This design comes from an exercise in tuning for small area, a short achievable clock period and few clock cycles on the open sky130 flow, not from production work. In this exercise RTL edits were held to simulation tests only and were not proved equivalent to the original.

==> flow/design.v, too long to show whole: its modules and the start of the top module <==
// module strobe_energy: 405 lines
// module se_mul18x12: 570 lines
// module se_mul20x11: 576 lines
// module se_mul21x12: 666 lines
module strobe_energy (
    input  wire        clk,
    input  wire        rst,
    input  wire        tbl_we,
    input  wire [2:0]  tbl_sel,
    input  wire [3:0]  tbl_idx,
    input  wire [31:0] tbl_data,
    input  wire        step_start,
    input  wire [15:0] step_theta,
    input  wire [10:0] step_density,
    input  wire        step_boost,
    input  wire [2:0]  step_pclass,
    input  wire [1:0]  step_nsub,
    input  wire        step_clamp,
    input  wire        dot_valid,
    output wire        dot_ready,
    input  wire [1:0]  dot_value,
    input  wire [3:0]  dot_hist,
    output wire        res_valid,
    input  wire        res_ready,
    output wire [22:0] res_energy,
    output wire [3:0]  res_mask
);
  // ...
==> flow/flow/run.sh <==
#!/bin/bash
# The standard layout, except that the input and output ports are buffered
# with buf_4 cells instead of the delay buffers buffer_ports picks by default.
# make's full output (which holds every tool's output) goes to flow_make.log;
# ORFS also keeps each step's log under orfs/logs/.
set -o pipefail
bash standard.sh "BUFFER_PORTS_ARGS=-buffer_cell sky130_fd_sc_hd__buf_4" finish > flow_make.log 2>&1
==> flow/standard.sh <==
#!/bin/bash
# synth_recipe.tcl (not shown) runs the flow's synth.tcl, then flattens the netlist and writes it again
# the make line also repeats each setting of config.mk as NAME=value (left out here)
make -C /OpenROAD-flow-scripts/flow DESIGN_CONFIG=/design/flow/config.mk WORK_HOME=/design/flow/orfs CLKGATE_MAP_FILE= SYNTH_SCRIPT=/design/flow/synth_recipe.tcl "${@:-finish}"
==> flow/config.mk <==
export PLATFORM = sky130hd
export DESIGN_NAME = strobe_energy
export DESIGN_NICKNAME = strobe_energy
export VERILOG_FILES = /design/flow/design.v
export SDC_FILE = /design/flow/constraint.sdc
export NUM_CORES = 4
export LEC_CHECK = 0
export CAP_MARGIN = 20
export CORE_MARGIN = 2
export CORE_UTILIZATION = 40
export CTS_CLUSTER_DIAMETER = 150
export CTS_CLUSTER_SIZE = 20
export PLACE_DENSITY = 0.6
export SLEW_MARGIN = 20
==> flow/constraint.sdc <==
create_clock -name core_clock -period 52.0 [get_ports {clk}]
set_input_delay 10.4000 -clock core_clock [delete_from_list [all_inputs] [get_ports {clk}]]
set_output_delay 10.4000 -clock core_clock [all_outputs]
set_load 0.01 [all_outputs]
==> flow_summary.toml, run 1 <==
[layout]
layout.nonclk_buf_frac = 0.0259
inv_count = 1129
largest_register = "temp_pt"
antennaDiodeCount = 4
drive_gt1_frac = 0.113
sh_seq_area = 0.404
regArea_mm2 = 0.0398
synthToLayoutAreaGrowth_pct = 8.40
largest_reg_flops = 256
multi_input_comb_area_mm2 = 0.0457
multi_input_area_share = 0.464
nets = 9182
postLayoutCoreUtil = 0.437

[synthesis]
synth_top_area_frac = 0.410
synth_fp_nets = 9105
synth_adder_area_share = 0.223
synthMuxAreaShare = 0.0247
synthArstFlopShare = 0
synth_seq_area_share = 0.438

[clocking]
cts_made_buffers = 81
cts_root_buf = "clkbuf_16"
path_clk_slew_ns = 0.11
cts_hold_buf = 0
h-tree-depth = 3

[sta]
min_period_ns = 12.87
tightest_slew_ns = 1.23
slew_viol_final = 0

[worst_hold_path]
holdCritStartpoint = "q1_z$_DFFE_PN_"
hold_end = "q2_z$_DFFE_PP_"

[detailed_routing]
drc_errors = 0
top_layer_used = "met5"
wl_mm = 296

[global_routing]
gr-usage-all-layers = 0.254
grt_max_degree = 63

[setup_path]
rr_worst_depth = 46
critPathTopFamily = "adder cells"

[outcome]
outcome = "no timing/DRC/antenna violations"

[placed_design]
pre_cts_slack_ns = 39.33
port-buffer-count = 113
placed_cell_area_mm2 = 0.0960

[floorplanning]
die_area_mm2 = 0.231
Testbench counts, summed over its fixed seeds: cycles 19,886.
==> module strobe_energy, before the edit <==
module strobe_energy (
    input  wire        clk,
    input  wire        rst,
    input  wire        tbl_we,
    input  wire [2:0]  tbl_sel,
    input  wire [3:0]  tbl_idx,
    input  wire [31:0] tbl_data,
    input  wire        step_start,
    input  wire [15:0] step_theta,
    input  wire [10:0] step_density,
    input  wire        step_boost,
    input  wire [2:0]  step_pclass,
    input  wire [1:0]  step_nsub,
    input  wire        step_clamp,
    input  wire        dot_valid,
    output wire        dot_ready,
    input  wire [1:0]  dot_value,
    input  wire [3:0]  dot_hist,
    output wire        res_valid,
    input  wire        res_ready,
    output wire [22:0] res_energy,
    output wire [3:0]  res_mask
);
    localparam TBL_HI     = 3'd1;
    localparam TBL_LO     = 3'd2;
    localparam TBL_TARGET = 3'd3;
    localparam TBL_TEMP   = 3'd4;
    localparam TBL_SUB    = 3'd5;
    localparam TBL_BOOST  = 3'd6;
    localparam DIV_STEPS  = 2;           
    localparam DIV_CYC    = 12 / DIV_STEPS;
    reg [11:0] energy_hi [0:15];
    reg [11:0] energy_lo [0:15];
    reg [15:0] energy_target [0:1];
    reg [15:0] temp_pt [0:15];
    reg [11:0] temp_scale [0:15];
    reg [9:0]  sub_share [0:3];          
    reg [11:0] boost_tbl [0:7];
    reg        wr_we;
    reg [2:0]  wr_sel;
    reg [3:0]  wr_idx;
    reg [31:0] wr_data;
    always @(posedge clk) begin
        wr_we   <= tbl_we;
        wr_sel  <= tbl_sel;
        wr_idx  <= tbl_idx;
        wr_data <= tbl_data;
        if (wr_we) begin
            case (wr_sel)
                TBL_HI:     energy_hi[wr_idx] <= wr_data[11:0];
                TBL_LO:     energy_lo[wr_idx] <= wr_data[11:0];
                TBL_TARGET: energy_target[wr_idx[0]] <= wr_data[15:0];
                TBL_TEMP: begin
                    temp_pt[wr_idx]    <= wr_data[31:16];
                    temp_scale[wr_idx] <= wr_data[11:0];
                end
                TBL_SUB:    sub_share[wr_idx[1:0]] <= wr_data[9:0];
                TBL_BOOST:  boost_tbl[wr_idx[2:0]] <= wr_data[11:0];
                default: ;
            endcase
        end
    end
    localparam ST_IDLE = 4'd0;
    localparam ST_RDLO = 4'd1;
    localparam ST_RDHI = 4'd2;
    localparam ST_MUL  = 4'd3;
    localparam ST_DIV  = 4'd4;
    localparam ST_UPS  = 4'd5;
    localparam ST_UP2  = 4'd6;
    localparam ST_UP3  = 4'd7;
    localparam ST_EK   = 4'd8;
    localparam ST_RUN  = 4'd9;
    reg [3:0]  state;
    reg [2:0]  cnt;
    reg [11:0] scale;        
    reg [10:0] density;      
    reg [11:0] boost;        
    reg [15:0] clamp_e;      
    reg [1:0]  nsub;
    reg        clamp_on;
    reg [20:0] e0, e1, e2, e3;
    wire [15:0] theta = e0[15:0];    
    wire [15:0] span  = e1[15:0];    
    wire [27:0] dv    = {e3[6:0], e2};
    wire [20:0] sub_e [0:3];
    assign sub_e[0] = e0;
    assign sub_e[1] = e1;
    assign sub_e[2] = e2;
    assign sub_e[3] = e3;
    function uge32;
        input [31:0] a, b;
        reg   [31:0] g, l;
        integer      k, w;
        begin
            g = a & ~b;
            l = ~a & b;
            for (w = 16; w >= 1; w = w / 2)
                for (k = 0; k < w; k = k + 1) begin
                    g[k] = g[2*k+1] | (~l[2*k+1] & g[2*k]);
                    l[k] = l[2*k+1] | (~g[2*k+1] & l[2*k]);
                end
            uge32 = ~l[0];
        end
    endfunction
    function ge16s;
        input [15:0] a, b;
        ge16s = uge32({16'd0, ~a[15], a[14:0]}, {16'd0, ~b[15], b[14:0]});
    endfunction
    reg [15:0] ge;
    integer i;
    always @(*) begin
        for (i = 0; i < 16; i = i + 1)
            ge[i] = ge16s(theta, temp_pt[i]);
    end
    wire [16:0] gl = {1'b0, ge[15:1], 1'b1};
    wire [15:0] sel_lo = gl[15:0] & ~gl[16:1];
    reg  [14:0] sel_q;
    reg         interp;
    wire [15:0] rsel = (state == ST_RDHI) ? {sel_q, 1'b0} : sel_lo;
    always @(posedge clk) begin
        sel_q  <= sel_lo[14:0];
        interp <= ge[0] && !ge[15];
    end
    reg [15:0] rd_pt;
    reg [11:0] rd_sc;
    always @(*) begin
        rd_pt = 16'd0;
        rd_sc = 12'd0;
        for (i = 0; i < 16; i = i + 1) begin
            rd_pt = rd_pt | (temp_pt[i] & {16{rsel[i]}});
            rd_sc = rd_sc | (temp_scale[i] & {12{rsel[i]}});
        end
    end
    wire [12:0] ds_up  = {1'b0, rd_sc} - {1'b0, scale};
    wire [11:0] ds_dn  = scale - rd_sc;
    wire        down   = ds_up[12];
    wire [15:0] dt_up  = theta - span;
    wire [15:0] dt_dn  = rd_pt - theta;
    wire [11:0] ip_ds  = down ? ds_dn : ds_up[11:0];
    wire [15:0] ip_dt  = down ? dt_dn : dt_up;
    reg [27:0] dv_next;
    reg [16:0] r17;
    reg [17:0] r_sub;
    always @(*) begin
        dv_next = dv;
        for (i = 0; i < DIV_STEPS; i = i + 1) begin
            r17   = {dv_next[27:12], dv_next[11]};
            r_sub = {1'b0, r17} - {2'b00, span};
            if (!r_sub[17])
                dv_next = {r_sub[15:0], dv_next[10:0], 1'b1};
            else
                dv_next = {r17[15:0], dv_next[10:0], 1'b0};
        end
    end
    wire [11:0] part_hi = scale + {dv[11-DIV_STEPS:0], {DIV_STEPS{1'b0}}};
    wire [11:0] s_op    = scale + ((state == ST_UPS) ? {{(12-DIV_STEPS){1'b0}}, dv[DIV_STEPS-1:0]} : 12'd0);
    wire [11:0] boost_rd  = boost_tbl[boost[2:0]];
    wire [11:0] boost_sel = (boost[3] && boost_rd != 12'd0) ? boost_rd : 12'd1024;
    reg        in0_v, in1_v;
    reg        rdy;          
    reg [1:0]  in0_val, in1_val;
    reg [3:0]  in0_h, in1_h;
    reg        q1_v, q1_z;
    reg [17:0] q1_x;
    reg        q2_v, q2_z;
    reg [19:0] q2_x;
    reg        q3_v, q3_z;
    reg [20:0] q3_x;
    reg        q4_v, q4_z;
    reg [22:0] q4_x;
    reg        out_v;
    reg [22:0] out_energy;
    reg [3:0]  out_mask;
    reg        sk_v;         
    reg [22:0] sk_energy;    
    reg [3:0]  sk_mask;
    assign dot_ready  = rdy;
    assign res_valid  = out_v;
    assign res_energy = out_energy;
    assign res_mask   = out_mask;
    wire run      = (state == ST_RUN);
    wire adv      = !sk_v;
    wire push     = adv && q4_v;
    wire pop      = out_v && res_ready;
    wire ok2      = (state == ST_UP2) || (state == ST_UP3) || (state == ST_EK);
    wire ok3      = (state == ST_UP3) || (state == ST_EK);
    wire ok1      = (state == ST_UPS) || ok2;
    wire su_q3    = !q3_v;                           
    wire su_q2    = !q2_v || (ok3 && su_q3);
    wire su_q1    = !q1_v || (ok2 && su_q2);
    wire su_in    = ok1 && su_q1;
    wire q4_en    = run ? adv : 1'b1;
    wire q3_en    = run ? adv : su_q3;
    wire q2_en    = run ? adv : su_q2;
    wire q1_en    = run ? adv : su_q1;
    wire in_go    = in0_v && (run ? adv : su_in);
    wire dot_acc  = dot_valid && rdy;
    wire        cls_lo = (in0_val == 2'b01);
    reg  [11:0] m_rd;
    integer     mi;
    always @(*) begin
        m_rd = 12'd0;
        for (mi = 0; mi < 16; mi = mi + 1) begin
            m_rd = m_rd | (energy_hi[mi] & {12{!cls_lo && in0_h == mi}})
                        | (energy_lo[mi] & {12{ cls_lo && in0_h == mi}});
        end
    end
    reg  [15:0] m1_a;
    reg  [11:0] m1_b;
    always @(*) begin
        case (state)
            ST_RDLO: begin m1_a = energy_target[0]; m1_b = 12'd614; end
            ST_MUL:  begin m1_a = theta;            m1_b = dv[11:0]; end
            default: begin
                m1_a = cls_lo ? energy_target[1] : energy_target[0];
                m1_b = m_rd;
            end
        endcase
    end
    wire [27:0] m1_p = m1_a * m1_b;
    wire [19:0] x2;
    se_mul18x12 u_m2 (.a(q1_x), .b(s_op), .y(x2));
    wire [20:0] x3;
    se_mul20x11 u_m3 (.a(q2_x), .b(density), .y(x3));
    wire        ek_mode = (state == ST_EK);
    wire [9:0]  w_rd    = sub_share[cnt[1:0]];
    wire [10:0] w_k     = {(w_rd == 10'd0), w_rd};
    wire [20:0] m4_a = ek_mode ? sub_e[3] : q3_x;
    wire [11:0] m4_b = ek_mode ? {1'b0, w_k} : boost;
    wire [22:0] m4_y;
    se_mul21x12 u_m4 (.a(m4_a), .b(m4_b), .y(m4_y));
    wire [22:0] x4   = m4_y;
    wire        over = clamp_on && !uge32({16'd0, clamp_e}, {9'd0, x4});
    wire [22:0] s4_e = over ? {7'd0, clamp_e} : x4;
    reg  [24:0] rr;
    reg  [24:0] r_nx;
    reg  [3:0]  s5_m;
    integer     j;
    always @(*) begin
        rr   = {1'b0, q4_x, 1'b0};
        s5_m = 4'd0;
        for (j = 0; j < 4; j = j + 1) begin
            r_nx = rr - {3'd0, sub_e[j], 1'b0};
            if (j <= nsub && !rr[24] && uge32({8'd0, rr[23:0]}, {11'd0, sub_e[j]})) begin
                s5_m[j] = 1'b1;
                rr = r_nx;
            end
        end
    end
    wire [22:0] d_energy = q4_z ? 23'd0 : q4_x;
    wire [3:0]  d_mask   = q4_z ? 4'd0  : s5_m;
    always @(posedge clk) begin
        if (rst) begin
            state   <= ST_IDLE;
            in0_v   <= 1'b0;
            in1_v   <= 1'b0;
            rdy     <= 1'b1;
            q1_v    <= 1'b0;
            q2_v    <= 1'b0;
            q3_v    <= 1'b0;
            q4_v    <= 1'b0;
            out_v   <= 1'b0;
            sk_v    <= 1'b0;
        end else begin
            if (in_go) begin
                in0_v <= in1_v || dot_acc;
                in1_v <= 1'b0;
                rdy   <= 1'b1;
            end else begin
                in0_v <= in0_v || dot_acc;
                in1_v <= in1_v || (in0_v && dot_acc);
                rdy   <= !(in1_v || (in0_v && dot_acc));
            end
            if (q1_en)
                q1_v <= in_go;
            if (q2_en)
                q2_v <= q1_v && (run || ok2);
            if (q3_en)
                q3_v <= q2_v && (run || ok3);
            if (q4_en)
                q4_v <= q3_v && run;
            if (!out_v || res_ready)
                out_v <= sk_v || push;
            sk_v <= sk_v ? !pop : (push && out_v && !res_ready);
            case (state)
                ST_IDLE, ST_RUN:
                    if (step_start)
                        state <= ST_RDLO;
                ST_RDLO: state <= ST_RDHI;
                ST_RDHI: state <= interp ? ST_MUL : ST_UPS;
                ST_MUL:  state <= ST_DIV;
                ST_DIV:
                    if (cnt == DIV_CYC - 1)
                        state <= ST_UPS;
                ST_UPS:  state <= ST_UP2;
                ST_UP2:  state <= ST_UP3;
                ST_UP3:  state <= ST_EK;
                ST_EK:
                    if (cnt[1:0] == nsub)
                        state <= ST_RUN;
                default: state <= ST_IDLE;
            endcase
        end
    end
    always @(posedge clk) begin
        if (!in1_v) begin
            in1_val <= dot_value;
            in1_h   <= dot_hist;
        end
        if (in_go || !in0_v) begin
            in0_val <= in1_v ? in1_val : dot_value;
            in0_h   <= in1_v ? in1_h : dot_hist;
        end
        if (q1_en) begin
            q1_z <= (in0_val == 2'b00);
            q1_x <= m1_p[27:10];
        end
        if (q2_en) begin
            q2_z <= q1_z;
            q2_x <= x2;
        end
        if (q3_en) begin
            q3_z <= q2_z;
            q3_x <= x3;
        end
        if (q4_en) begin
            q4_z <= q3_z;
            q4_x <= s4_e;
        end
        if (!out_v || res_ready) begin
            out_energy <= sk_v ? sk_energy : d_energy;
            out_mask   <= sk_v ? sk_mask : d_mask;
        end
        if (!sk_v) begin
            sk_energy <= d_energy;
            sk_mask   <= d_mask;
        end
        case (state)
            ST_IDLE, ST_RUN: begin
                if (step_start) begin
                    e0       <= {5'd0, step_theta};
                    density  <= step_density;
                    boost    <= {8'd0, step_boost, step_pclass};
                    nsub     <= step_nsub;
                    clamp_on <= step_clamp;
                end
            end
            ST_RDLO: begin
                e1      <= {5'd0, rd_pt};
                scale   <= rd_sc;
                boost   <= boost_sel;
                clamp_e <= m1_p[25:10];
            end
            ST_RDHI: begin
                e1    <= {5'd0, rd_pt - span};
                cnt   <= (ip_ds[11:4] == 8'd0) ? 3'd4 :
                         (ip_ds[11:8] == 4'd0) ? 3'd2 : 3'd0;
                e0    <= {5'd0, ip_dt};
                if (!interp)
                    e2 <= 21'd0;
                else if (ip_ds[11:4] == 8'd0)
                    e2 <= {9'd0, ip_ds[3:0], 8'd0};
                else if (ip_ds[11:8] == 4'd0)
                    e2 <= {9'd0, ip_ds[7:0], 4'd0};
                else
                    e2 <= {9'd0, ip_ds};
                e3    <= 21'd0;
                if (interp && down)
                    scale <= rd_sc;
                if (!interp)
                    q1_x <= {2'd0, energy_target[0]};
            end
            ST_MUL: begin
                e2 <= m1_p[20:0];
                e3 <= {14'd0, m1_p[27:21]};
            end
            ST_DIV: begin
                e2  <= dv_next[20:0];
                e3  <= {14'd0, dv_next[27:21]};
                cnt <= cnt + 3'd1;
                if (cnt == DIV_CYC - 1) begin
                    scale <= part_hi;
                    q1_x  <= {2'd0, energy_target[0]};
                end
            end
            ST_UPS: begin
                scale <= s_op;
            end
            ST_UP3: begin
                e3       <= m4_y[20:0];
                cnt      <= 3'd0;
            end
            ST_EK: begin
                case (cnt[1:0])
                    2'd0: e0 <= m4_y[20:0];
                    2'd1: e1 <= m4_y[20:0];
                    2'd2: e2 <= m4_y[20:0];
                    default: e3 <= m4_y[20:0];
                endcase
                cnt <= cnt + 3'd1;
            end
            default: ;
        endcase
    end
endmodule
==> run 2: changes to the inputs <==
--- a/flow/design.v
+++ b/flow/design.v
@@ -61,6 +61,7 @@
         end
     end
     localparam ST_IDLE = 4'd0;
+    localparam ST_CMP  = 4'd10;
     localparam ST_RDLO = 4'd1;
     localparam ST_RDHI = 4'd2;
     localparam ST_MUL  = 4'd3;
@@ -114,11 +115,11 @@
     end
     wire [16:0] gl = {1'b0, ge[15:1], 1'b1};
     wire [15:0] sel_lo = gl[15:0] & ~gl[16:1];
-    reg  [14:0] sel_q;
+    reg  [15:0] sel_q;
     reg         interp;
-    wire [15:0] rsel = (state == ST_RDHI) ? {sel_q, 1'b0} : sel_lo;
+    wire [15:0] rsel = (state == ST_RDHI) ? {sel_q[14:0], 1'b0} : sel_q;
     always @(posedge clk) begin
-        sel_q  <= sel_lo[14:0];
+        sel_q  <= sel_lo;
         interp <= ge[0] && !ge[15];
     end
     reg [15:0] rd_pt;
@@ -209,7 +210,7 @@
     reg  [11:0] m1_b;
     always @(*) begin
         case (state)
-            ST_RDLO: begin m1_a = energy_target[0]; m1_b = 12'd614; end
+            ST_CMP:  begin m1_a = energy_target[0]; m1_b = 12'd614; end
             ST_MUL:  begin m1_a = theta;            m1_b = dv[11:0]; end
             default: begin
                 m1_a = cls_lo ? energy_target[1] : energy_target[0];
@@ -285,7 +286,8 @@
             case (state)
                 ST_IDLE, ST_RUN:
                     if (step_start)
-                        state <= ST_RDLO;
+                        state <= ST_CMP;
+                ST_CMP:  state <= ST_RDLO;
                 ST_RDLO: state <= ST_RDHI;
                 ST_RDHI: state <= interp ? ST_MUL : ST_UPS;
                 ST_MUL:  state <= ST_DIV;
@@ -345,11 +347,13 @@
                     clamp_on <= step_clamp;
                 end
             end
+            ST_CMP: begin
+                boost   <= boost_sel;
+                clamp_e <= m1_p[25:10];
+            end
             ST_RDLO: begin
                 e1      <= {5'd0, rd_pt};
                 scale   <= rd_sc;
-                boost   <= boost_sel;
-                clamp_e <= m1_p[25:10];
             end
             ST_RDHI: begin
                 e1    <= {5'd0, rd_pt - span};
==> run 2 against run 1 <==
Against the previous run:
- still clean on timing, DRC and antenna
- final cell count decreased by 1.8%
- non-clock buffer count down 15
- wire length is 6.1% lower
- maximum frequency rose by 9.7%
- via count down 3.8%
- count of clock-buffer cells in the layout is 3 lower
- setup slack improved by 1.1 ns
- die area decreased by 1.9%
- largest cell class unchanged
==> flow_summary.toml, run 2 <==
[outcome]
outcome = "no timing/DRC/antenna violations"

[sta]
slew_viol_final = 0
relSlewSlack = 0.205
setup_viol = 0
rsz0062_at_grt = "false"
hold_viol_final = 0
tns_ns = 0
clock_skew_ns = 0.116
tightest_slew_ns = 1.19
fin_ws_ns = 40.27
min_period_ns = 11.73
fmax_mhz = 85.2
fin_crit_sh = 0.226

[run]
maxCapViolCount = 0

[layout]
regArea_mm2 = 0.0398
postLayoutCoreUtil = 0.438
multi_input_comb_area_mm2 = 0.0444
final_common_cell = "edfxtp_1"
synthToLayoutAreaGrowth_pct = 8.96
fill_cells = 20500
largest_reg_flops = 256
nets = 8998
final_cell_mix = "1,242 x edfxtp_1, 1,110 x inv_1, 661 x fa_1, 571 x nor2_1, 425 x nand2_1"
largest_register = "temp_pt"
drive_gt1_frac = 0.101

[setup_path]
reg2reg_slack_ns = 40.27
critPathLaunchType = "flip-flop"
worstPathMaxFanout = 45
path_class = "flip-flop to flip-flop"
critPathSlowestCell = "a2111oi_0"
reg2reg_from = "e0[1]$_DFFE_PP_"
crit_arrival_ns = 12.25
end_kind = "flip-flop"
path_common_cell = "o21ai_0"
crit_required_ns = 52.52
startpoint = "e0[1]$_DFFE_PP_"
max_stage_delay_ns = 0.90

[placed_design]
hpwlAfterDp_mm = 198
pre_cts_slack_ns = 39.86
port-buffer-count = 113
gp_congestion = 0.915

[floorplanning]
die_w_um = 476
rows = 173
initial_utilization = 0.402
io_pins = 114
die_y_um = 476
core-area_mm2 = 0.222
die_area_mm2 = 0.227

[worst_hold_path]
hold_class = "flip-flop to flip-flop"
holdCritStartpoint = "q1_z$_DFFE_PN_"

[detailed_routing]
ant_nets = 0
drc_errors = 0
drt_iter0_drc = 7186
avgViaCountPerCell = 5.66
first_pass_iters = 8
wl_mm = 278
vias = 62000
wl_per_cell_um = 25.4

[global_routing]
overflow = 0
grt_max_degree = 63
grt_pass1_wl_mm = 410
busiest_layer = "met2"
gr-usage-met1 = 0.330
antenna_found_initial = 15
gr-usage-all-layers = 0.241
grt_pass1_vias = 62200
gr-usage-met3 = 0.0360
use_met2 = 0.393

[synthesis]
yosysUniqueCellTypes = 93
synthCells = 7840
synth_seq_area_share = 0.447
synth.most_common_cell = "edfxtp_1"
syn_avg_cell_area_um2 = 11.4
synthArstFlopShare = 0
synth_top_area_frac = 0.418
yosys.area.top_type = "edfxtp_1"
synth_edf_count = 1242
synthTopCellsByArea = "edfxtp_1 42%, fa_1 15%, ha_1 4.8%, inv_1 4.7%, dfxtp_1 2.8%"
synth_fp_nets = 8929
synth_seq_cells = 1368
ys.flop_type = "edfxtp_1"
ys_warn_count = 1
syn_area_mm2 = 0.0892
yosys-top-cells-count = "1,242 x edfxtp_1, 1,110 x inv_1, 661 x fa_1, 625 x nor2_1, 425 x nand2_1"

[clocking]
cts_made_buffers = 81
h-tree-depth = 3
cts_hold_buf = 0
path_clk_slew_ns = 0.10
cts_max_path_buffers = 3
post_cts_buffers = 0
clock_latency_ns = 0.80
cts_resized = 0
cts_tree = "done"
cts_root_buf = "clkbuf_16"
cts_sinks = 1368
## run 2: changes by cell type after synthesis, moves of 21 or more
cell	before	now
maj3_1	169	244
maj3_2	94	10
a22oi_1	205	255
clkbuf_1	263	298
a211oi_1	33	12
a21oi_1	231	178
clkbuf_8	26	0
or2_2	148	170
nand2b_1	101	63
## run 2: logic make-up after synthesis
group	Yosys count	share of synthesized area
AOI/OAI and AO/OA	1331	0.108
xor gates and xnor gates	196	0.0193
adders and majority gates	1258	0.225
buffers and inverters	1464	0.0621
DFF	1368	0.447
muxes	194	0.0272
and+or+nand+nor	2029	0.111
## run 2: path summary, 6_finish.rpt
path                            to  cells past startpoint
min                 q2_z$_DFFE_PP_                      0
max reg2reg  out_mask[3]$_DFFE_PP_                     44
max          out_mask[3]$_DFFE_PP_                     44
min reg2reg         q2_z$_DFFE_PP_                      0
## run 2: critical path: cells and delay by family (launching register included)
family | cells | cell delay, ns
adder cells (fa/ha/maj) | 2 | 0.96
multiplexers | 1 | 0.45
AO/OA/AOI/OAI | 31 | 6.43
AND/OR/NAND/NOR | 7 | 1.51
flip-flops | 1 | 0.70
buffers and inverters | 3 | 1.37
## run 2: stage by stage
stage / hold slack (ns) / cell area [um^2] / instances
final: 0.419 / 97100 / 11000
after detailed placement: 0.420 / 94500 / 10800
after CTS: 0.427 / 97000 / 10900
after global routing: 0.435 / 97100 / 10900
after global placement: 0.409 / 94500 / 10800
after floorplan: 0.400 / 89200 / 7840
## run 2: area by class of cell
class	count	area share
Multi-Input combinational cell	5008	0.457
Clock inverter	12	0.00251
Antenna cell	5	0.000129
Clock buffer	135	0.0234
Tap cell	2975	0.0383
Timing Repair Buffer	324	0.0256
Inverter	1126	0.0435
Sequential cell	1368	0.410
## run 2: per-layer routing
| layer | vias up | part of all wire |
|---|---|---|
| met5 | - | 0.00018 |
| met4 | 8 | 0.034 |
| met3 | 445 | 0.085 |
| met2 | 2779 | 0.47 |
| met1 | 31500 | 0.41 |
| li1 | 27300 | - |
Testbench counts of run 2, summed over its fixed seeds: cycles 19,982.
==> run 3: changes to the inputs <==
--- a/flow/design.v
+++ b/flow/design.v
@@ -80,9 +80,9 @@
     reg [1:0]  nsub;
     reg        clamp_on;
     reg [20:0] e0, e1, e2, e3;
-    wire [15:0] theta = e0[15:0];    
-    wire [15:0] span  = e1[15:0];    
-    wire [27:0] dv    = {e3[6:0], e2};
+    wire [15:0] theta = e3[15:0];    
+    wire [15:0] span  = e2[15:0];    
+    wire [27:0] dv    = {e1[6:0], e0};
     wire [20:0] sub_e [0:3];
     assign sub_e[0] = e0;
     assign sub_e[1] = e1;
@@ -340,7 +340,7 @@
         case (state)
             ST_IDLE, ST_RUN: begin
                 if (step_start) begin
-                    e0       <= {5'd0, step_theta};
+                    e3       <= {5'd0, step_theta};
                     density  <= step_density;
                     boost    <= {8'd0, step_boost, step_pclass};
                     nsub     <= step_nsub;
@@ -352,35 +352,35 @@
                 clamp_e <= m1_p[25:10];
             end
             ST_RDLO: begin
-                e1      <= {5'd0, rd_pt};
+                e2      <= {5'd0, rd_pt};
                 scale   <= rd_sc;
             end
             ST_RDHI: begin
-                e1    <= {5'd0, rd_pt - span};
+                e2    <= {5'd0, rd_pt - span};
                 cnt   <= (ip_ds[11:4] == 8'd0) ? 3'd4 :
                          (ip_ds[11:8] == 4'd0) ? 3'd2 : 3'd0;
-                e0    <= {5'd0, ip_dt};
+                e3    <= {5'd0, ip_dt};
                 if (!interp)
-                    e2 <= 21'd0;
+                    e0 <= 21'd0;
                 else if (ip_ds[11:4] == 8'd0)
-                    e2 <= {9'd0, ip_ds[3:0], 8'd0};
+                    e0 <= {9'd0, ip_ds[3:0], 8'd0};
                 else if (ip_ds[11:8] == 4'd0)
-                    e2 <= {9'd0, ip_ds[7:0], 4'd0};
+                    e0 <= {9'd0, ip_ds[7:0], 4'd0};
                 else
-                    e2 <= {9'd0, ip_ds};
-                e3    <= 21'd0;
+                    e0 <= {9'd0, ip_ds};
+                e1    <= 21'd0;
                 if (interp && down)
                     scale <= rd_sc;
                 if (!interp)
                     q1_x <= {2'd0, energy_target[0]};
             end
             ST_MUL: begin
-                e2 <= m1_p[20:0];
-                e3 <= {14'd0, m1_p[27:21]};
+                e0 <= m1_p[20:0];
+                e1 <= {14'd0, m1_p[27:21]};
             end
             ST_DIV: begin
-                e2  <= dv_next[20:0];
-                e3  <= {14'd0, dv_next[27:21]};
+                e0  <= dv_next[20:0];
+                e1  <= {14'd0, dv_next[27:21]};
                 cnt <= cnt + 3'd1;
                 if (cnt == DIV_CYC - 1) begin
                     scale <= part_hi;
==> run 3 against run 2 <==
Against the previous run:
- final cell count grew 0.79%
- clock skew shrank 0.027 ns
- maximum frequency grew 0.13%
- global-route usage grew 0.32 points
- wire length grew 1.6%
- flip-flop and latch count is the same
- critical path type is now flip-flop to output port
- critical endpoint is now res_energy[2]
==> flow_summary.toml, run 3 <==
[outcome]
outcome = "no timing/DRC/antenna violations"

[floorplanning]
io_pins = 114
core-area_mm2 = 0.222
rows = 173
die_area_mm2 = 0.227
initial_utilization = 0.402
die_w_um = 477
die_y_um = 477

[detailed_routing]
vias = 62900
first_pass_iters = 9
wl_per_cell_um = 25.6
drc_errors = 0
wl_mm = 283
ant_nets = 0
avgViaCountPerCell = 5.69
drt_iter0_drc = 6766

[layout]
drive_gt1_frac = 0.0996
largest_reg_flops = 256
largest_register = "temp_pt"
fin_area_mm2 = 0.0975
final_common_cell = "edfxtp_1"
nets = 9076
final_cell_mix = "1,242 x edfxtp_1, 1,137 x inv_1, 661 x fa_1, 569 x nor2_1, 378 x nand2_1"
synthToLayoutAreaGrowth_pct = 9.04

[setup_path]
crit_arrival_ns = 1.32
r2r-end = "q4_x[15]$_DFFE_PP_"
reg2reg_from = "state[2]$_SDFFE_PP0P_"
crit_chain = "buf_4"
critPathLaunchType = "flip-flop"
critPathTopFamily = "flip-flops"
crit_required_ns = 41.60
max_stage_delay_ns = 0.38
reg2reg_slack_ns = 40.75
worstPathMaxFanout = 1
path_class = "flip-flop to output port"
end_kind = "output port"
critPathSlowestCell = "edfxtp_1"
rr_worst_depth = 33
critPathBufInv = 1

[clocking]
cts_hold_buf = 0
cts_resized = 0
cts_sinks = 1368
h-tree-depth = 3
cts_tree = "done"
cts_max_path_buffers = 3
cts_made_buffers = 82
path_clk_slew_ns = 0.08
cts_root_buf = "clkbuf_16"
post_cts_buffers = 0
clock_latency_ns = 0.82

[worst_hold_path]
hold_end = "q4_z$_DFFE_PP_"
hold_class = "flip-flop to flip-flop"
holdCritStartpoint = "q3_z$_DFFE_PP_"
whs_path_depth = 0

[sta]
clock_skew_ns = 0.0885
fmax_mhz = 85.3
relSlewSlack = 0.222
slew_viol_final = 0
hold_viol_final = 0
min_period_ns = 11.72
setup_viol = 0
tightest_slew_ns = 1.16
tns_ns = 0
fin_crit_sh = 0.225
rsz0062_at_grt = "false"

[global_routing]
overflow = 0
grt_pass1_vias = 63000
grt_pass1_wl_mm = 416
gr-usage-all-layers = 0.245
antenna_found_initial = 17
grt_max_degree = 63

[synthesis]
yosysUniqueCellTypes = 90
synth_seq_cells = 1368
synthTopCellsByArea = "edfxtp_1 42%, fa_1 15%, ha_1 4.8%, inv_1 4.8%, dfxtp_1 2.8%"
yosys-top-cells-count = "1,242 x edfxtp_1, 1,137 x inv_1, 661 x fa_1, 620 x nor2_1, 378 x nand2_1"
ys_warn_count = 1
syn_avg_cell_area_um2 = 11.3
yosys.area.top_type = "edfxtp_1"
synth_fp_nets = 8992
ys.flop_type = "edfxtp_1"
synth_edf_count = 1242
syn_area_mm2 = 0.0894
synth_seq_area_share = 0.445
synthArstFlopShare = 0
synth_top_area_frac = 0.417
synth.most_common_cell = "edfxtp_1"
synthCells = 7903

[placed_design]
placed_cell_area_mm2 = 0.0948
port-buffer-count = 113
gp_congestion = 0.937
hpwlAfterDp_mm = 201

[run]
maxCapViolCount = 0
-- run 3: kinds of logic (layout without fill, tap and decap cells) --
logic type	Yosys count	count (layout)	synth area share
compound gates	1425	1425	0.113
xor+xnor	191	191	0.0187
other cells	0	9	0
buf+inv	1480	1632	0.0626
flops	1368	1368	0.445
mux	171	171	0.0246
fa+ha+maj	1258	1258	0.225
simple gates	2010	2010	0.111
-- run 3: cell type report --
class                   count  area, um^2
multi-input cells        5055       44500
clock inverters            16         299
flip-flops and latches   1368       39800
fillers                 20700      125000
clock buffers             136        2250
diodes                      9        22.5
repair buffers            330        2490
well taps                2975        3720
inverters                1150        4320
-- run 3: routing by layer --
layer / up-vias / track usage / wire length [um]
met5: - / 0 / 88
met4: 10 / 0.109 / 13200
met3: 492 / 0.0360 / 23500
met2: 2807 / 0.384 / 129000
met1: 31900 / 0.336 / 117000
li1: 27600 / - / -
-- run 3: worst max path at each step --
stage / start / end / slack (ns) / cells after the start
after floorplan: step_start / e3[0]$_DFFE_PP_ / 39.32 / 4
after global placement: step_start / flip-flop / 39.80 / 7
after detailed placement: step_start / flip-flop / 39.79 / 7
after CTS: out_energy[2]$_DFFE_PP_ / res_energy[2] / 40.21 / 1
after global routing: q4_x[0]$_DFFE_PP_ / out_mask[3]$_DFFE_PP_ / 40.22 / 42
final: out_energy[2]$_DFFE_PP_ / res_energy[2] / 40.28 / 1
-- run 3: worst reg2reg max path, delay by kind of cell (launching register included) --
kind                     cells  cell delay (ns)
buffers and inverters        4             0.68
adder cells (fa/ha/maj)      9             3.23
flip-flops                   1             0.93
multiplexers                 1             0.41
XOR/XNOR                     1             0.91
AND/OR/NAND/NOR              5             1.15
AO/OA/AOI/OAI               13             3.67
-- run 3: metrics by stage --
step | utilization | hold WS (ns) | std cells | setup slack, ns
after detailed placement | 0.427 | 0.426 | 10900 | 39.79
after CTS | 0.439 | 0.446 | 11000 | 40.21
final | 0.439 | 0.443 | 11000 | 40.28
after global routing | 0.439 | 0.454 | 11000 | 40.22
after floorplan | - | 0.400 | 7903 | 39.32
after global placement | 0.427 | 0.432 | 10900 | 39.80
Testbench counts of run 3, summed over its fixed seeds: cycles 19,982.
==> run 4: changes to the inputs <==
--- a/flow/design.v
+++ b/flow/design.v
@@ -76,6 +76,8 @@
     reg [11:0] scale;        
     reg [10:0] density;      
     reg [11:0] boost;        
+    reg [3:0]  bsel;         
+    reg        st_wait;      
     reg [15:0] clamp_e;      
     reg [1:0]  nsub;
     reg        clamp_on;
@@ -155,8 +157,9 @@
     end
     wire [11:0] part_hi = scale + {dv[11-DIV_STEPS:0], {DIV_STEPS{1'b0}}};
     wire [11:0] s_op    = scale + ((state == ST_UPS) ? {{(12-DIV_STEPS){1'b0}}, dv[DIV_STEPS-1:0]} : 12'd0);
-    wire [11:0] boost_rd  = boost_tbl[boost[2:0]];
-    wire [11:0] boost_sel = (boost[3] && boost_rd != 12'd0) ? boost_rd : 12'd1024;
+    wire [11:0] boost_rd  = boost_tbl[bsel[2:0]];
+    wire [11:0] boost_sel = (bsel[3] && boost_rd != 12'd0) ? boost_rd : 12'd1024;
+    wire        ld_step   = st_wait && step_start;
     reg        in0_v, in1_v;
     reg        rdy;          
     reg [1:0]  in0_val, in1_val;
@@ -253,6 +256,7 @@
     always @(posedge clk) begin
         if (rst) begin
             state   <= ST_IDLE;
+            st_wait <= 1'b1;
             in0_v   <= 1'b0;
             in1_v   <= 1'b0;
             rdy     <= 1'b1;
@@ -285,8 +289,10 @@
             sk_v <= sk_v ? !pop : (push && out_v && !res_ready);
             case (state)
                 ST_IDLE, ST_RUN:
-                    if (step_start)
-                        state <= ST_CMP;
+                    if (step_start) begin
+                        state   <= ST_CMP;
+                        st_wait <= 1'b0;
+                    end
                 ST_CMP:  state <= ST_RDLO;
                 ST_RDLO: state <= ST_RDHI;
                 ST_RDHI: state <= interp ? ST_MUL : ST_UPS;
@@ -298,9 +304,14 @@
                 ST_UP2:  state <= ST_UP3;
                 ST_UP3:  state <= ST_EK;
                 ST_EK:
-                    if (cnt[1:0] == nsub)
-                        state <= ST_RUN;
-                default: state <= ST_IDLE;
+                    if (cnt[1:0] == nsub) begin
+                        state   <= ST_RUN;
+                        st_wait <= 1'b1;
+                    end
+                default: begin
+                    state   <= ST_IDLE;
+                    st_wait <= 1'b1;
+                end
             endcase
         end
     end
@@ -337,15 +348,16 @@
             sk_energy <= d_energy;
             sk_mask   <= d_mask;
         end
+        if (ld_step) begin
+            density  <= step_density;
+            bsel     <= {step_boost, step_pclass};
+            nsub     <= step_nsub;
+            clamp_on <= step_clamp;
+        end
         case (state)
             ST_IDLE, ST_RUN: begin
-                if (step_start) begin
-                    e3       <= {5'd0, step_theta};
-                    density  <= step_density;
-                    boost    <= {8'd0, step_boost, step_pclass};
-                    nsub     <= step_nsub;
-                    clamp_on <= step_clamp;
-                end
+                if (ld_step)
+                    e3 <= {5'd0, step_theta};
             end
             ST_CMP: begin
                 boost   <= boost_sel;
@@ -358,12 +370,15 @@
             ST_RDHI: begin
                 e2    <= {5'd0, rd_pt - span};
                 cnt   <= (ip_ds[11:4] == 8'd0) ? 3'd4 :
+                         (ip_ds[11:6] == 6'd0) ? 3'd3 :
                          (ip_ds[11:8] == 4'd0) ? 3'd2 : 3'd0;
                 e3    <= {5'd0, ip_dt};
                 if (!interp)
                     e0 <= 21'd0;
                 else if (ip_ds[11:4] == 8'd0)
                     e0 <= {9'd0, ip_ds[3:0], 8'd0};
+                else if (ip_ds[11:6] == 6'd0)
+                    e0 <= {9'd0, ip_ds[5:0], 6'd0};
                 else if (ip_ds[11:8] == 4'd0)
                     e0 <= {9'd0, ip_ds[7:0], 4'd0};
                 else
==> run 4 against run 3 <==
Against the previous run:
- count of clock-buffer cells in the layout rose by 1
- critical endpoint is now q4_x[6]$_DFFE_PP_
- first-iteration DRC count rose by 5.5%
- critical path type is now flip-flop to flip-flop
- via count rose by 1.4%
- synthesized cell count rose by 1.0%
- sequential share of layout area fell by 0.067 points
- synthesized area rose by 0.75%
==> flow_summary.toml, run 4 <==
[setup_path]
reg2reg_from = "state[2]$_SDFFE_PP0P_"
crit_required_ns = 52.51
rr_worst_depth = 35
critPathSlowestCell = "dfxtp_1"
critPathLaunchType = "flip-flop"
critPathTopFamily = "adder cells"
r2r-end = "q4_x[6]$_DFFE_PP_"
path_class = "flip-flop to flip-flop"
max_stage_delay_ns = 0.84
critPathBufInv = 6
path_common_cell = "maj3_1"
crit_arrival_ns = 12.23
end_kind = "flip-flop"
worstPathMaxFanout = 34
reg2reg_slack_ns = 40.27

[sta]
fmax_mhz = 85.3
clock_skew_ns = 0.0359
rsz0062_at_grt = "false"
tightest_slew_ns = 1.23
setup_viol = 0
hold_viol_final = 0
fin_hold_ws_ns = 0.465
tns_ns = 0
fin_crit_sh = 0.226
min_period_ns = 11.73
slew_viol_final = 0
relSlewSlack = 0.176

[synthesis]
synthArstFlopShare = 0
synthCells = 7985
synth_seq_area_share = 0.444
synth_top_area_frac = 0.416
yosys-top-cells-count = "1,246 x edfxtp_1, 1,125 x inv_1, 661 x fa_1, 611 x nor2_1, 378 x nand2_1"
syn_avg_cell_area_um2 = 11.3
ys.flop_type = "edfxtp_1"
yosys.area.top_type = "edfxtp_1"
synth.most_common_cell = "edfxtp_1"
yosysUniqueCellTypes = 106
synth_seq_cells = 1373
synth_edf_count = 1246
synthTopCellsByArea = "edfxtp_1 42%, fa_1 15%, ha_1 4.8%, inv_1 4.7%, maj3_1 2.9%"
ys_warn_count = 1
synth_fp_nets = 9074
syn_area_mm2 = 0.0900

[detailed_routing]
wl_mm = 291
wl_per_cell_um = 26.2
ant_nets = 0
drc_errors = 0
first_pass_iters = 8
avgViaCountPerCell = 5.74
drt_iter0_drc = 7140
vias = 63700

[layout]
final_cell_mix = "1,246 x edfxtp_1, 1,125 x inv_1, 661 x fa_1, 559 x nor2_1, 378 x nand2_1"
largest_register = "temp_pt"
drive_gt1_frac = 0.100
nets = 9132
postLayoutCoreUtil = 0.437
final_cells = 11100
final_common_cell = "edfxtp_1"
largest_reg_flops = 256
synthToLayoutAreaGrowth_pct = 8.81

[floorplanning]
core-area_mm2 = 0.224
die_y_um = 478
die_w_um = 478
io_pins = 114
rows = 174
die_area_mm2 = 0.229
initial_utilization = 0.402

[clocking]
cts_tree = "done"
post_cts_buffers = 0
cts_sinks = 1373
cts_resized = 0
clock_latency_ns = 0.77
path_clk_slew_ns = 0.10
cts_root_buf = "clkbuf_16"
cts_made_buffers = 81
cts_max_path_buffers = 3
h-tree-depth = 3
cts_hold_buf = 0

[global_routing]
grt_pass1_vias = 63700
antenna_found_initial = 8
gr-usage-all-layers = 0.251
overflow = 0
grt_max_degree = 63
grt_pass1_wl_mm = 427

[placed_design]
hpwlAfterDp_mm = 209
gp_congestion = 0.937
port-buffer-count = 113
placed_cells = 11000

[run]
maxCapViolCount = 0

[worst_hold_path]
hold_end = "q4_z$_DFFE_PP_"
holdCritStartpoint = "q3_z$_DFFE_PP_"
hold_class = "flip-flop to flip-flop"
whs_path_depth = 0

[outcome]
outcome = "no timing/DRC/antenna violations"
==> run 4: worst max-delay path by stage <==
stage	start	endpoint	slack, ns	cells past startpoint
6_report	state[2]$_SDFFE_PP0P_	q4_x[6]$_DFFE_PP_	40.27	35
5_1_grt	state[2]$_SDFFE_PP0P_	q4_x[6]$_DFFE_PP_	39.71	35
4_1_cts	out_energy[12]$_DFFE_PP_	res_energy[12]	40.24	1
3_5_place_dp	step_start	e3[11]$_DFFE_PP_	39.52	7
3_3_place_gp	step_start	e3[11]$_DFFE_PP_	39.50	7
2_1_floorplan	step_start	e3[0]$_DFFE_PP_	38.53	6
==> run 4: layer usage <==
layer / share of wire / vias up / GRT usage
met4: 0.042 / 10 / 0.0964
met3: 0.079 / 517 / 0.0342
li1: - / 27900 / -
met2: 0.46 / 2820 / 0.402
met1: 0.42 / 32500 / 0.346
met5: 0.00023 / - / 0
==> run 4: cells by family after synthesis <==
group,share of synthesized area
adders and majority gates,0.225
DFF,0.444
xor gates and xnor gates,0.0176
muxes,0.0241
AOI/OAI and AO/OA,0.113
buffers and inverters,0.0624
and+or+nand+nor,0.115
==> run 4: metrics by stage <==
stage,instance area [um^2],setup WS (ns)
floorplan,90000,38.53
global placement,95400,39.50
detailed placement,95500,39.52
CTS,97900,40.24
global route,98000,39.71
finish,98000,40.27
==> run 4: area by class of cell <==
class | count | area, um^2
diodes | 6 | 15.0
clock buffers | 137 | 2270
clock inverters | 15 | 201
fillers | 20900 | 126000
inverters | 1138 | 4270
multi-input cells | 5124 | 45100
flip-flops and latches | 1373 | 40000
well taps | 2992 | 3740
repair buffers | 325 | 2440
Testbench counts of run 4, summed over its fixed seeds: cycles 19,911.
==> run 5: changes to the inputs <==
--- a/flow/config.mk
+++ b/flow/config.mk
@@ -5,10 +5,10 @@
 export SDC_FILE = /design/flow/constraint.sdc
 export NUM_CORES = 4
 export LEC_CHECK = 0
-export CAP_MARGIN = 20
+export CAP_MARGIN = 0
 export CORE_MARGIN = 2
 export CORE_UTILIZATION = 40
 export CTS_CLUSTER_DIAMETER = 150
 export CTS_CLUSTER_SIZE = 20
 export PLACE_DENSITY = 0.6
-export SLEW_MARGIN = 20
+export SLEW_MARGIN = 0
==> run 5 against run 4 <==
Against the previous run:
- clock skew fell by 0.00099 ns
- synthesized cell count stayed put
- via count down 0.32%
- count of clock-buffer cells in the layout stayed put
- utilization is 0.051 points lower
- critical path type unchanged
==> flow_summary.toml, run 5 <==
[layout]
final_common_cell = "edfxtp_1"
largest_register = "temp_pt"
multi_input_comb_area_mm2 = 0.0450
final_cells = 11100
final_cell_mix = "1,246 x edfxtp_1, 1,125 x inv_1, 661 x fa_1, 568 x nor2_1, 378 x nand2_1"
drive_gt1_frac = 0.0979
synthToLayoutAreaGrowth_pct = 8.68
fill_cells = 20900
regArea_mm2 = 0.0400
largest_reg_flops = 256
nets = 9132

[synthesis]
synth.most_common_cell = "edfxtp_1"
synth_seq_cells = 1373
yosys.area_share.simple = 0.115
synth_top_family_by_area = "adder cells"
ys_warn_count = 1
synth_seq_area_share = 0.444
yosys-top-cells-count = "1,246 x edfxtp_1, 1,125 x inv_1, 661 x fa_1, 611 x nor2_1, 378 x nand2_1"
synthTopCellsByArea = "edfxtp_1 42%, fa_1 15%, ha_1 4.8%, inv_1 4.7%, maj3_1 2.9%"
synth_top_area_frac = 0.416
synth_adder_area_share = 0.225
yosys.area.top_type = "edfxtp_1"
synthCells = 7985
yosysUniqueCellTypes = 106
ys.flop_type = "edfxtp_1"
synth-xor-area-share = 0.0176
synthMuxAreaShare = 0.0241
synth_fp_nets = 9074
synth_edf_count = 1246
synthArstFlopShare = 0
syn_area_mm2 = 0.0900
synth-compound-area-share = 0.113
syn_avg_cell_area_um2 = 11.3

[clocking]
cts_root_buf = "clkbuf_16"
cts_tree = "done"
h-tree-depth = 3
cts_made_buffers = 81
post_cts_buffers = 0
clock_latency_ns = 0.75
path_clk_slew_ns = 0.09
cts_max_path_buffers = 3
cts_resized = 0
cts_sinks = 1373
cts_hold_buf = 0

[sta]
tns_ns = 0
setup_viol = 0
rsz0062_at_grt = "false"
fin_crit_sh = 0.230
hold_viol_final = 0
clock_skew_ns = 0.0349
min_period_ns = 11.97
fmax_mhz = 83.6
slew_viol_final = 0
tightest_slew_ns = 1.29
fin_ws_ns = 40.03
relSlewSlack = 0.116

[detailed_routing]
drc_errors = 0
avgViaCountPerCell = 5.72
vias = 63500
ant_nets = 0
wl_mm = 290
first_pass_iters = 7
drt_iter0_drc = 7095
wl_per_cell_um = 26.1

[setup_path]
path_class = "flip-flop to flip-flop"
critPathLaunchType = "flip-flop"
end_kind = "flip-flop"
critPathSlowestCell = "xor2_1"
worstPathMaxFanout = 34
path_common_cell = "inv_1"
crit_required_ns = 52.51
max_stage_delay_ns = 1.02
crit_arrival_ns = 12.47

[placed_design]
hpwlAfterDp_mm = 209
pre_cts_slack_ns = 39.50
gp_congestion = 0.937
port-buffer-count = 113
placed_cells = 11000

[global_routing]
grt_max_degree = 63
grt_pass1_vias = 63700
overflow = 0
antenna_found_initial = 11
grt_pass1_wl_mm = 427
gr-usage-all-layers = 0.251

[floorplanning]
io_pins = 114
die_area_mm2 = 0.229
initial_utilization = 0.402
die_y_um = 478
die_w_um = 478
rows = 174
core-area_mm2 = 0.224

[worst_hold_path]
hold_class = "flip-flop to flip-flop"

[outcome]
outcome = "no timing/DRC/antenna violations"

[run]
maxCapViolCount = 0
-- run 5: cell counts after synthesis --
No cell type changed its count.
-- run 5: logic make-up (layout without fill, tap and decap cells) --
kind of cell	count (synthesis)	in the layout
DFF	1373	1373
muxes	170	170
other	0	6
and+or+nand+nor	2083	2083
buffers and inverters	1488	1613
adders and majority gates	1273	1273
AOI/OAI and AO/OA	1417	1417
xor gates and xnor gates	181	181
-- run 5: final timing paths --
kind                         startpoint                end  slack [ns]  cells past startpoint
setup reg to reg  state[2]$_SDFFE_PP0P_  q4_x[3]$_DFFE_PP_       40.03                     34
hold reg to reg          q3_z$_DFFE_PP_     q4_z$_DFFE_PP_        0.46                      0
hold / removal           q3_z$_DFFE_PP_     q4_z$_DFFE_PP_        0.46                      0
setup / recovery  state[2]$_SDFFE_PP0P_  q4_x[3]$_DFFE_PP_       40.03                     34
-- run 5: final cells by class --
type,count,share of cell area
multi-input combinational,5124,0.460
timing repair buffer,325,0.0249
tap,2992,0.0383
clock inverter,13,0.00159
inverter,1138,0.0436
clock buffer,137,0.0233
sequential,1373,0.408
antenna,6,0.000153
-- run 5: through the flow --
| stage | hold WS [ns] | instance area (um^2) | utilization |
|---|---|---|---|
| final | 0.461 | 97900 | 0.436 |
| after global routing | 0.460 | 97900 | 0.436 |
| after CTS | 0.457 | 97900 | 0.436 |
| after detailed placement | 0.429 | 95400 | 0.426 |
| after global placement | 0.411 | 95400 | 0.426 |
| after floorplan | 0.400 | 90000 | - |
-- run 5: critical path: cells and delay by family, from the launching register on --
kind / cells / cell delay (ns)
compound gates: 14 / 3.81
fa+ha+maj: 5 / 2.45
simple gates: 7 / 2.29
xor+xnor: 1 / 1.02
buf+inv: 6 / 0.91
flops: 1 / 0.83
mux: 1 / 0.40
-- run 5: layer usage --
layer,wire length (um),vias up,share of wire,global-route usage
met3,23300,470,0.080,0.0356
met5,55,-,0.00019,0
li1,-,27900,-,-
met4,12000,8,0.041,0.0924
met1,121000,32400,0.42,0.345
met2,134000,2712,0.46,0.403
==> run 6: changes to the inputs <==
--- a/flow/design.v
+++ b/flow/design.v
@@ -34,7 +34,7 @@
     reg [15:0] energy_target [0:1];
     reg [15:0] temp_pt [0:15];
     reg [11:0] temp_scale [0:15];
-    reg [9:0]  sub_share [0:3];          
+    reg [10:0] sub_share [0:3];
     reg [11:0] boost_tbl [0:7];
     reg        wr_we;
     reg [2:0]  wr_sel;
@@ -54,7 +54,7 @@
                     temp_pt[wr_idx]    <= wr_data[31:16];
                     temp_scale[wr_idx] <= wr_data[11:0];
                 end
-                TBL_SUB:    sub_share[wr_idx[1:0]] <= wr_data[9:0];
+                TBL_SUB:    sub_share[wr_idx[1:0]] <= wr_data[10:0];
                 TBL_BOOST:  boost_tbl[wr_idx[2:0]] <= wr_data[11:0];
                 default: ;
             endcase
@@ -78,6 +78,8 @@
     reg [11:0] boost;        
     reg [3:0]  bsel;         
     reg        st_wait;      
+    reg        mc_mode;      
+    reg [3:0]  clamp_m;      
     reg [15:0] clamp_e;      
     reg [1:0]  nsub;
     reg        clamp_on;
@@ -227,15 +229,13 @@
     wire [20:0] x3;
     se_mul20x11 u_m3 (.a(q2_x), .b(density), .y(x3));
     wire        ek_mode = (state == ST_EK);
-    wire [9:0]  w_rd    = sub_share[cnt[1:0]];
-    wire [10:0] w_k     = {(w_rd == 10'd0), w_rd};
+    wire [10:0] w_k     = sub_share[cnt[1:0]];
     wire [20:0] m4_a = ek_mode ? sub_e[3] : q3_x;
     wire [11:0] m4_b = ek_mode ? {1'b0, w_k} : boost;
     wire [22:0] m4_y;
     se_mul21x12 u_m4 (.a(m4_a), .b(m4_b), .y(m4_y));
-    wire [22:0] x4   = m4_y;
-    wire        over = clamp_on && !uge32({16'd0, clamp_e}, {9'd0, x4});
-    wire [22:0] s4_e = over ? {7'd0, clamp_e} : x4;
+    wire        ek_last = ek_mode && (cnt[1:0] == nsub);
+    wire [22:0] s4_e = ek_last ? {7'd0, clamp_e} : m4_y;
     reg  [24:0] rr;
     reg  [24:0] r_nx;
     reg  [3:0]  s5_m;
@@ -251,12 +251,14 @@
             end
         end
     end
-    wire [22:0] d_energy = q4_z ? 23'd0 : q4_x;
-    wire [3:0]  d_mask   = q4_z ? 4'd0  : s5_m;
+    wire        over     = clamp_on && !uge32({16'd0, clamp_e}, {9'd0, q4_x});
+    wire [22:0] d_energy = q4_z ? 23'd0 : over ? {7'd0, clamp_e} : q4_x;
+    wire [3:0]  d_mask   = q4_z ? 4'd0  : over ? clamp_m : s5_m;
     always @(posedge clk) begin
         if (rst) begin
             state   <= ST_IDLE;
             st_wait <= 1'b1;
+            mc_mode <= 1'b0;
             in0_v   <= 1'b0;
             in1_v   <= 1'b0;
             rdy     <= 1'b1;
@@ -287,6 +289,7 @@
             if (!out_v || res_ready)
                 out_v <= sk_v || push;
             sk_v <= sk_v ? !pop : (push && out_v && !res_ready);
+            mc_mode <= 1'b0;
             case (state)
                 ST_IDLE, ST_RUN:
                     if (step_start) begin
@@ -307,6 +310,7 @@
                     if (cnt[1:0] == nsub) begin
                         state   <= ST_RUN;
                         st_wait <= 1'b1;
+                        mc_mode <= 1'b1;
                     end
                 default: begin
                     state   <= ST_IDLE;
@@ -348,6 +352,8 @@
             sk_energy <= d_energy;
             sk_mask   <= d_mask;
         end
+        if (mc_mode)
+            clamp_m <= s5_m;
         if (ld_step) begin
             density  <= step_density;
             bsel     <= {step_boost, step_pclass};
--- a/flow/config.mk
+++ b/flow/config.mk
@@ -5,10 +5,10 @@
 export SDC_FILE = /design/flow/constraint.sdc
 export NUM_CORES = 4
 export LEC_CHECK = 0
-export CAP_MARGIN = 0
+export CAP_MARGIN = 20
 export CORE_MARGIN = 2
 export CORE_UTILIZATION = 40
 export CTS_CLUSTER_DIAMETER = 150
 export CTS_CLUSTER_SIZE = 20
 export PLACE_DENSITY = 0.6
-export SLEW_MARGIN = 0
+export SLEW_MARGIN = 20
==> run 6 against run 5 <==
Against the previous run:
- still clean
- utilization is 0.10 points higher
- clock skew is 0.032 ns higher
- synthesized cell count is 0.40% higher
==> flow_summary.toml, run 6 <==
[outcome]
outcome = "no timing/DRC/antenna violations"

[global_routing]
antenna_found_initial = 12
use_met2 = 0.401
gr-usage-all-layers = 0.249
busiest_layer = "met2"
grt_max_degree = 63
grt_pass1_vias = 64000
gr-usage-met3 = 0.0367
overflow = 0
gr-usage-met1 = 0.340
grt_pass1_wl_mm = 425

[sta]
min_period_ns = 12.00
clock_skew_ns = 0.0672
fmax_mhz = 83.3
hold_viol_final = 0
tns_ns = 0
fin_crit_sh = 0.231
tightest_slew_ns = 1.34
setup_viol = 0
slew_viol_final = 0
fin_hold_ws_ns = 0.425
rsz0062_at_grt = "false"
relSlewSlack = 0.0988

[detailed_routing]
wl_mm = 288
ant_nets = 0
first_pass_iters = 6
drc_errors = 0
avgViaCountPerCell = 5.69
wl_per_cell_um = 25.9
drt_iter0_drc = 6906
vias = 63500

[placed_design]
gp_congestion = 0.932
port-buffer-count = 113
hpwlAfterDp_mm = 206

[synthesis]
yosys-top-cells-count = "1,254 x edfxtp_1, 1,116 x inv_1, 661 x fa_1, 633 x nor2_1, 420 x nand2_1"
ys.flop_type = "edfxtp_1"
synth_seq_cells = 1382
yosysUniqueCellTypes = 96
synthArstFlopShare = 0
synth.most_common_cell = "edfxtp_1"
synth_seq_area_share = 0.446
synth_top_area_frac = 0.417
synth_fp_nets = 9106
yosys.area.top_type = "edfxtp_1"
synth_edf_count = 1254
ys_warn_count = 1
syn_avg_cell_area_um2 = 11.3
syn_area_mm2 = 0.0903
synthCells = 8017
synthTopCellsByArea = "edfxtp_1 42%, fa_1 15%, ha_1 4.8%, inv_1 4.6%, dfxtp_1 2.8%"

[clocking]
cts_root_buf = "clkbuf_16"
cts_made_buffers = 81
cts_resized = 0
cts_hold_buf = 0
h-tree-depth = 3
clock_latency_ns = 0.78
post_cts_buffers = 0
cts_sinks = 1382
cts_tree = "done"
cts_max_path_buffers = 3
path_clk_slew_ns = 0.09

[setup_path]
end_kind = "flip-flop"
critPathLaunchType = "primary input"
worstPathMaxFanout = 23
crit_required_ns = 52.41
max_stage_delay_ns = 0.87
critPathBufInv = 2
critPathSlowestCell = "and2_2"
path_class = "primary input to flip-flop"
crit_arrival_ns = 12.40
critPathTopFamily = "simple AND/OR/NAND/NOR gates"
path_common_cell = "buf_4"
crit_chain = "buf_4 > and2_2 > mux2_2 > a31oi_1 > o21ai_2 > buf_4"

[layout]
final_cell_mix = "1,254 x edfxtp_1, 1,116 x inv_1, 661 x fa_1, 576 x nor2_1, 420 x nand2_1"
drive_gt1_frac = 0.102
fill_cells = 21000
synthToLayoutAreaGrowth_pct = 8.88
regArea_mm2 = 0.0402
nets = 9172
multi_input_comb_area_mm2 = 0.0450
final_common_cell = "edfxtp_1"
largest_reg_flops = 256
largest_register = "temp_pt"

[floorplanning]
die_area_mm2 = 0.230
die_w_um = 479
initial_utilization = 0.402
rows = 174
core-area_mm2 = 0.225
io_pins = 114
die_y_um = 479

[worst_hold_path]
hold_class = "flip-flop to flip-flop"

[run]
maxCapViolCount = 0
## run 6: cell types whose count changed in the layout (fill, tap and decap cells not counted), sizes merged, moves of 21 or more
cell,before,now
nor3,142,106
mux2i,104,125
o21ai,219,245
a22o,123,100
nand2,380,421
## run 6: worst paths after layout
kind / startpoint / end / slack (ns) / depth (start not counted)
setup / recovery: step_start / e3[17]$_DFFE_PP_ / 40.00 / 6
hold / removal: q1_z$_DFFE_PN_ / q2_z$_DFFE_PP_ / 0.43 / 0
setup reg to reg: e0[9]$_DFFE_PP_ / out_mask[3]$_DFFE_PP_ / 40.14 / 45
hold reg to reg: q1_z$_DFFE_PN_ / q2_z$_DFFE_PP_ / 0.43 / 0
## run 6: kinds of logic (layout without fill, tap and decap cells)
family,Yosys count,in the layout,synth area share
other,0,4,0
AO/OA/AOI/OAI,1436,1436,0.112
multiplexers,198,198,0.0274
XOR/XNOR,187,187,0.0181
AND/OR/NAND/NOR,2072,2072,0.112
buffers and inverters,1482,1617,0.0621
adder cells (fa/ha/maj),1260,1260,0.223
flip-flops,1382,1382,0.446
## run 6: area by class of cell
type	count	share of cell area
Sequential cell	1382	0.409
Antenna cell	4	0.000102
Clock inverter	10	0.00190
Tap cell	2992	0.0381
Timing Repair Buffer	336	0.0259
Inverter	1129	0.0431
Clock buffer	142	0.0235
Multi-Input combinational cell	5153	0.458
## run 6: through the flow
step | area (um^2) | worst slack (ns) | util | cells
final | 98300 | 40.00 | 0.437 | 11100
after CTS | 98200 | 40.01 | 0.437 | 11100
after floorplan | 90300 | 38.51 | - | 8017
after detailed placement | 95700 | 39.21 | 0.426 | 11000
after global routing | 98300 | 39.00 | 0.437 | 11100
after global placement | 95700 | 39.21 | 0.426 | 11000
## run 6: metal layers
metal | share of wire | up-vias
li1 | - | 28000
met1 | 0.41 | 32300
met2 | 0.46 | 2787
met3 | 0.081 | 465
met4 | 0.042 | 6
met5 | 0.00016 | -
Testbench counts of run 6, summed over its fixed seeds: cycles 19,911.

-- port drivers added, routing unchanged --
No port has a modelled driver above. Below, the same layouts with a new extraction and two added sets of constraints.
Step 1 assumes that a clkbuf_16 drives the clock port and a buf_2 every other input.
Step 2, shift: input delay + t, output delay - t, t = (earliest + latest rising clock arrival at the registers) / 2. This alone moves slack from input paths to output paths.
a / b / c = no drivers / after step 1 / after step 2; a / b = the first two.
run	shift t [ns]	slack for setup (ns)	worst setup path after step 2	pins driven straight from the clock port
run 1	0.840	39.126 / 39.126 / 39.126	register to register	1
run 2	0.828	40.266 / 40.200 / 39.728	input to register	1
run 3	0.856	40.281 / 40.193 / 39.596	input to register	1
run 4	0.839	40.273 / 40.221 / 39.439	input to register	1
run 5	0.831	40.034 / 40.034 / 39.452	input to register	1
run 6	0.837	40.002 / 39.879 / 39.042	input to register	1
After both steps setup and hold are still met in every run listed. For run 6, which loses most, drivers alone change the setup slack by -0.123 ns; drivers and shift together by -0.960 ns.
